Context: an optimization exercise on an open-source flow, tuned for small area, a short achievable clock period and few clock cycles per item. The choices shown serve that exercise and are no tape-out recipe.
Only simulation tests tie the RTL to the original design; equivalence was not proved.

--- config.mk ---
export PLATFORM = sky130hd
export DESIGN_NAME = spindle_lane
export DESIGN_NICKNAME = spindle_lane
export VERILOG_FILES = /design/flow/design.v
export SDC_FILE = /design/flow/constraint.sdc
export NUM_CORES = 4
export LEC_CHECK = 0
export CAP_MARGIN = 20
export CORE_MARGIN = 2
export CORE_UTILIZATION = 40
export SLEW_MARGIN = 20
--- constraint.sdc ---
create_clock -name core_clock -period 12.0 [get_ports {clk}]
set_input_delay 2.4000 -clock core_clock [delete_from_list [all_inputs] [get_ports {clk}]]
set_output_delay 2.4000 -clock core_clock [all_outputs]
set_load 0.01 [all_outputs]
--- design.v ---
module spindle_lane (
    input  wire        clk,
    input  wire        rst,
    input  wire        in_valid,
    output wire        in_ready,
    input  wire [2:0]  in_op,
    input  wire        in_acc,
    input  wire [15:0] in_a,
    input  wire [1:0]  in_a_tag,
    input  wire [15:0] in_b,
    input  wire [1:0]  in_b_tag,
    input  wire [3:0]  in_shift,
    input  wire        in_i32,
    output reg         out_valid,
    output reg  [31:0] out_data,
    output reg  [1:0]  out_tag,
    output reg         out_cond_valid,
    output reg  [1:0]  out_cond
);
    localparam [2:0] OP_CLR   = 3'd0;
    localparam [2:0] OP_ADD   = 3'd1;
    localparam [2:0] OP_SUB   = 3'd2;
    localparam [2:0] OP_MAC   = 3'd3;
    localparam [2:0] OP_MSUB  = 3'd4;
    localparam [2:0] OP_CMP   = 3'd5;
    localparam [2:0] OP_SIGN  = 3'd6;
    localparam [2:0] OP_STORE = 3'd7;
    localparam TAG_SAT = 0;
    localparam TAG_INV = 1;
    reg [39:0] acc_x     [0:1];
    reg [1:0]  acc_guard;
    reg [1:0]  acc_gneg;      
    reg [1:0]  acc_inv;
    assign in_ready = 1'b1;
    wire step = in_valid & in_ready;
    wire [39:0] x       = acc_x[in_acc];
    wire [39:0] y       = acc_x[~in_acc];
    wire        x_guard = acc_guard[in_acc];
    wire        x_gneg  = acc_gneg[in_acc];
    wire        x_inv   = acc_inv[in_acc];
    wire        y_guard = acc_guard[~in_acc];
    wire        y_inv   = acc_inv[~in_acc];
    wire signed [15:0] a_s = in_a;
    wire signed [15:0] b_s = in_b;
    wire signed [31:0] prod    = a_s * b_s;
    wire signed [31:0] a_shift = {{1{a_s[15]}}, a_s, 15'd0};
    reg signed [31:0] addend;
    reg               reads_b;
    always @(*) begin
        reads_b = 1'b0;
        case (in_op)
            OP_ADD:  addend = a_shift;
            OP_SUB:  addend = -a_shift;
            OP_MAC:  begin addend = prod;  reads_b = 1'b1; end
            OP_MSUB: begin addend = -prod; reads_b = 1'b1; end
            default: addend = 32'sd0;
        endcase
    end
    wire is_arith = (in_op == OP_ADD) || (in_op == OP_SUB) ||
                    (in_op == OP_MAC) || (in_op == OP_MSUB);
    wire signed [40:0] sum      = $signed({x[39], x}) + $signed({{9{addend[31]}}, addend});
    wire               overflow = sum[40] != sum[39];
    wire               reads_inv = in_a_tag[TAG_INV] | (reads_b & in_b_tag[TAG_INV]);
    wire signed [4:0]  n_s     = {in_shift[3], in_shift};
    wire        [4:0]  sh      = 5'sd15 - n_s;
    wire signed [39:0] v_full  = $signed(x) >>> sh;
    reg  [31:0] st_data;
    reg  [1:0]  st_tag;
    always @(*) begin
        if (x_guard) begin
            if (in_i32)
                st_data = x_gneg ? 32'h8000_0000 : 32'h7fff_ffff;
            else
                st_data = x_gneg ? 32'hffff_8000 : 32'h0000_7fff;
            st_tag = 2'b11;
        end else begin
            st_tag[TAG_INV] = x_inv;
            st_tag[TAG_SAT] = 1'b0;
            if (in_i32) begin
                if (v_full > 40'sh00_7fff_ffff) begin
                    st_data = 32'h7fff_ffff;
                    st_tag[TAG_SAT] = 1'b1;
                end else if (v_full < -40'sh00_8000_0000) begin
                    st_data = 32'h8000_0000;
                    st_tag[TAG_SAT] = 1'b1;
                end else begin
                    st_data = v_full[31:0];
                end
            end else begin
                if (v_full > 40'sh00_0000_7fff) begin
                    st_data = 32'h0000_7fff;
                    st_tag[TAG_SAT] = 1'b1;
                end else if (v_full < -40'sh00_0000_8000) begin
                    st_data = 32'hffff_8000;
                    st_tag[TAG_SAT] = 1'b1;
                end else begin
                    st_data = {{16{v_full[15]}}, v_full[15:0]};
                end
            end
        end
    end
    wire [40:0] abs_x  = x[39] ? -{1'b1, x} : {1'b0, x};
    wire        cmp_gt = $signed({1'b0, abs_x}) > $signed({{2{y[39]}}, y});
    wire        x_zero = (x == 40'd0);
    always @(posedge clk) begin
        if (rst) begin
            acc_x[0]  <= 40'd0;
            acc_x[1]  <= 40'd0;
            acc_guard <= 2'b00;
            acc_gneg  <= 2'b00;
            acc_inv   <= 2'b00;
            out_valid <= 1'b0;
        end else begin
            out_valid <= 1'b0;
            if (step) begin
                case (in_op)
                    OP_CLR: begin
                        acc_x[in_acc]     <= 40'd0;
                        acc_guard[in_acc] <= 1'b0;
                        acc_gneg[in_acc]  <= 1'b0;
                        acc_inv[in_acc]   <= 1'b0;
                    end
                    OP_CMP: begin
                        out_valid      <= 1'b1;
                        out_cond_valid <= ~(x_guard | x_inv | y_guard | y_inv);
                        out_cond       <= {1'b0, cmp_gt};
                    end
                    OP_SIGN: begin
                        out_valid      <= 1'b1;
                        out_cond_valid <= ~(x_guard | x_inv);
                        out_cond       <= x_zero ? 2'b00 : (x[39] ? 2'b11 : 2'b01);
                    end
                    OP_STORE: begin
                        out_valid <= 1'b1;
                        out_data  <= st_data;
                        out_tag   <= st_tag;
                    end
                    default: begin
                        if (is_arith) begin
                            acc_x[in_acc] <= sum[39:0];
                            if (overflow && !x_guard) begin
                                acc_guard[in_acc] <= 1'b1;
                                acc_gneg[in_acc]  <= addend[31];
                            end
                            if (reads_inv)
                                acc_inv[in_acc] <= 1'b1;
                        end
                    end
                endcase
            end
        end
    end
endmodule
--- run.sh ---
#!/bin/bash
# synth_recipe.tcl (not shown) runs the flow's synth.tcl, then flattens the netlist and writes it again
# the make line also repeats each setting of config.mk as NAME=value (left out here)
make -C /OpenROAD-flow-scripts/flow DESIGN_CONFIG=/design/flow/config.mk WORK_HOME=/design/flow/orfs CLKGATE_MAP_FILE= SYNTH_SCRIPT=/design/flow/synth_recipe.tcl finish
==> qor.txt <==
Commonest non-fill, non-tap cell in the layout: inv_1
Total grt overflow: 0
Min cycle time layout: 11540 ps
CP startpoint kind: primary input
CTS buffer count: 17
Number of global-route vias before repair: 20000
Initial Utilization: 40.5%
Worst Tran Pin Value: 909 ps
Core footprint: 56500 um^2
H-tree levels: 4
CP endpoint kind: flip-flop
Final worst path period share: 96.1%
Clock tree buffer depth: 2
Final ANT Viol Nets: 0
Filler Cells Inserted: 5432
Max-slew violation count: 0
DP Worst Slack: -168 ps
Number of core rows: 87
Via count: 19400
Post-DP HPWL: 50800 um
CP arrival: 11870 ps
Clock transition at path regs: 70 ps
Port bufs: 83
Ys flop type: edfxtp_1
Netlist cell types: 89
Clock Latency Late Sink: 440 ps
Sequential cell area: 3650 um^2
Max incr delay on CP: 540 ps
TNS Setup: 0 ps
First-pass GRT wire length: 99900 um
Top-area cell type share of the netlist area: 23.0%
DIE AREA: 59200 um^2
Cell area after synthesis: 22900 um^2
Cell taking the most area after synthesis: fa_1
Critical Path RT: 12330 ps
# DRC: 0
Boundary Pins: 87
CTS tree: built
Multi-input logic area: 17400 um^2
Final setup viols: 0
Synth area leaders: fa_1 23%, edfxtp_1 15%, ha_1 8.5%, inv_1 6.2%, mux2i_1 5.1%
Initial antenna violation count: 0
Post-Syn Instances: 2701
Most frequent cells in the layout: 381 x inv_1, 284 x nand2_1, 263 x fa_1
# clock sinks: 124
Slowest cell on crit path: fa_1
Tot GR Track Use: 20.8%
ANT cells: 0
Fmax: 86.7 MHz
Outcome: complete, no violations
First drt pass iteration count: 9
FFs w/ async S/R, synth: 0%
Synthesized net count: 3168
Top cell by count, worst path: inv_1
Number of flops mapped to enable cells by yosys: 117
Root Buffer: clkbuf_16
Largest net degree at the start of global routing: 59
Reg2Reg Setup Slack: 6650 ps
Min-delay worst type: reg -> reg
Final worst slack: 465 ps
Share of cells above drive strength 1: 10.8%
Avg WL per Cell: 16.8 um
Final Hold Vio Count: 0
Crit Path Category: in -> reg
Synthesized area per cell: 8.48 um^2
GP Congestion: 0.909
Initial drt markers: 1175
Area grow syn2layout: 15.1%
Hold_ws: 494 ps
Worst-path fanout max: 8
Post-synthesis register bit count: 124
Final Core Density: 46.6%
Die W: 243 um
Max-cap check violation count: 0
Final WL: 60700 um
Final net count: 3323
Seq/Total Area, Yosys: 16.0%
Die Y: 243 um
Syn. warnings: 1
Final Skew: 20.4 ps
Vias per cell: 5.36
Slew HR: 37.7%
## flip-flops by register name (all words and copies together), names as in the netlist, named ones only
register        count
acc_x              80
out_cond_valid      1
acc_gneg            2
out_tag             2
out_data           32
out_cond            2
out_valid           1
## synthesized netlist by cell type (12+ instances only)
cell type / instances
inv_1: 381
nand4_1: 34
nand3_1: 34
mux2_2: 32
a21oi_1: 136
nor4_1: 16
nor3_1: 45
or3_1: 23
mux2i_1: 116
o211ai_1: 22
xor2_1: 36
ha_1: 156
and3_1: 16
nor2b_1: 15
fa_1: 263
nand2_1: 285
and2_1: 128
o21ai_0: 154
xnor2_1: 87
a211oi_1: 14
o221ai_1: 12
a31oi_1: 16
nand2b_1: 30
nor2_1: 193
clkbuf_1: 115
o31ai_1: 19
edfxtp_1: 117
o21a_1: 15
a21o_1: 34
## critical path, delay by kind of cell
family | cells | cell delay [ps]
buffers and inverters | 11 | 1430
AO/OA/AOI/OAI | 14 | 2970
XOR/XNOR | 2 | 260
adder cells (fa/ha/maj) | 8 | 3330
multiplexers | 1 | 340
AND/OR/NAND/NOR | 6 | 1110
## layout make-up
cell class,instances,area share (%)
Multi-Input combinational cell,2060,65.9
Sequential cell,124,13.9
Timing Repair Buffer,272,9.00
Inverter,381,5.43
Tap cell,756,3.59
Clock buffer,19,1.80
Clock inverter,13,0.375
## final timing paths
kind                                  start          end  cells after the start
worst max register to register  acc_x[0][2]  out_cond[0]                     21
worst max-delay path                in_a[2]  acc_gneg[0]                     42
worst min register to register  acc_gneg[1]  acc_gneg[1]                      2
worst min-delay path            acc_gneg[1]  acc_gneg[1]                      2
## per-layer routing
layer / global-route usage, % / part of all wire [%] / up-vias
li1: - / - / 9371
met1: 25.7 / 43 / 9420
met2: 37.2 / 50 / 514
met3: 2.31 / 4.0 / 113
met4: 7.20 / 3.2 / 0
met5: 0 / 0 / -
## cell families after synthesis
| logic type | Yosys count | synth area share (%) |
|---|---|---|
| XOR/XNOR | 123 | 4.71 |
| AO/OA/AOI/OAI | 507 | 13.9 |
| other | 1 | 0.0164 |
| AND/OR/NAND/NOR | 858 | 18.3 |
| flip-flops | 124 | 16.0 |
| buffers and inverters | 517 | 8.62 |
| multiplexers | 152 | 6.99 |
| adder cells (fa/ha/maj) | 419 | 31.5 |
## timing repair
action	4_1_cts	5_1_grt
setup buffers	0	4
gates resized for setup	0	26
setup endpoints to repair	0	18
hold buffers	0	0
## per-stage QoR
step,cell area (um^2),instances
floorplan,22900,2701
finish,26400,3625
CTS,26200,3620
global placement,25600,3588
detailed placement,25600,3588
global route,26400,3625
Testbench counts, summed over its fixed seeds: cycles 24,087, items 24,079.

-- afterwards: timing with drivers on the ports --
In the flow no input, the clock included, has a driving cell. The finished layout below was timed again as built, in two steps.
Step 1: set_driving_cell puts a clkbuf_16 on clk and a buf_2 on each other input, an assumption about the parent block.
Step 2 also shifts input and output timing later by t, the mid clock arrival at the registers, as if the neighbouring blocks saw the same clock.
a / b / c = ideal / step 1 / step 2; a / b = the first two.
t, ns: 0.485
slack for setup (ns): 0.465 / 0.491 / 0.006
hold slack, ns: 0.494 / 0.494 / 0.494
latest minus earliest clock arrival (ns): 0.021 / 0.020
slew at the worst register clock pin (ns): 0.07 / 0.07
After both steps setup and hold are still met in this run. For this run, drivers alone change the setup slack by +0.026 ns; drivers and shift together by -0.459 ns.
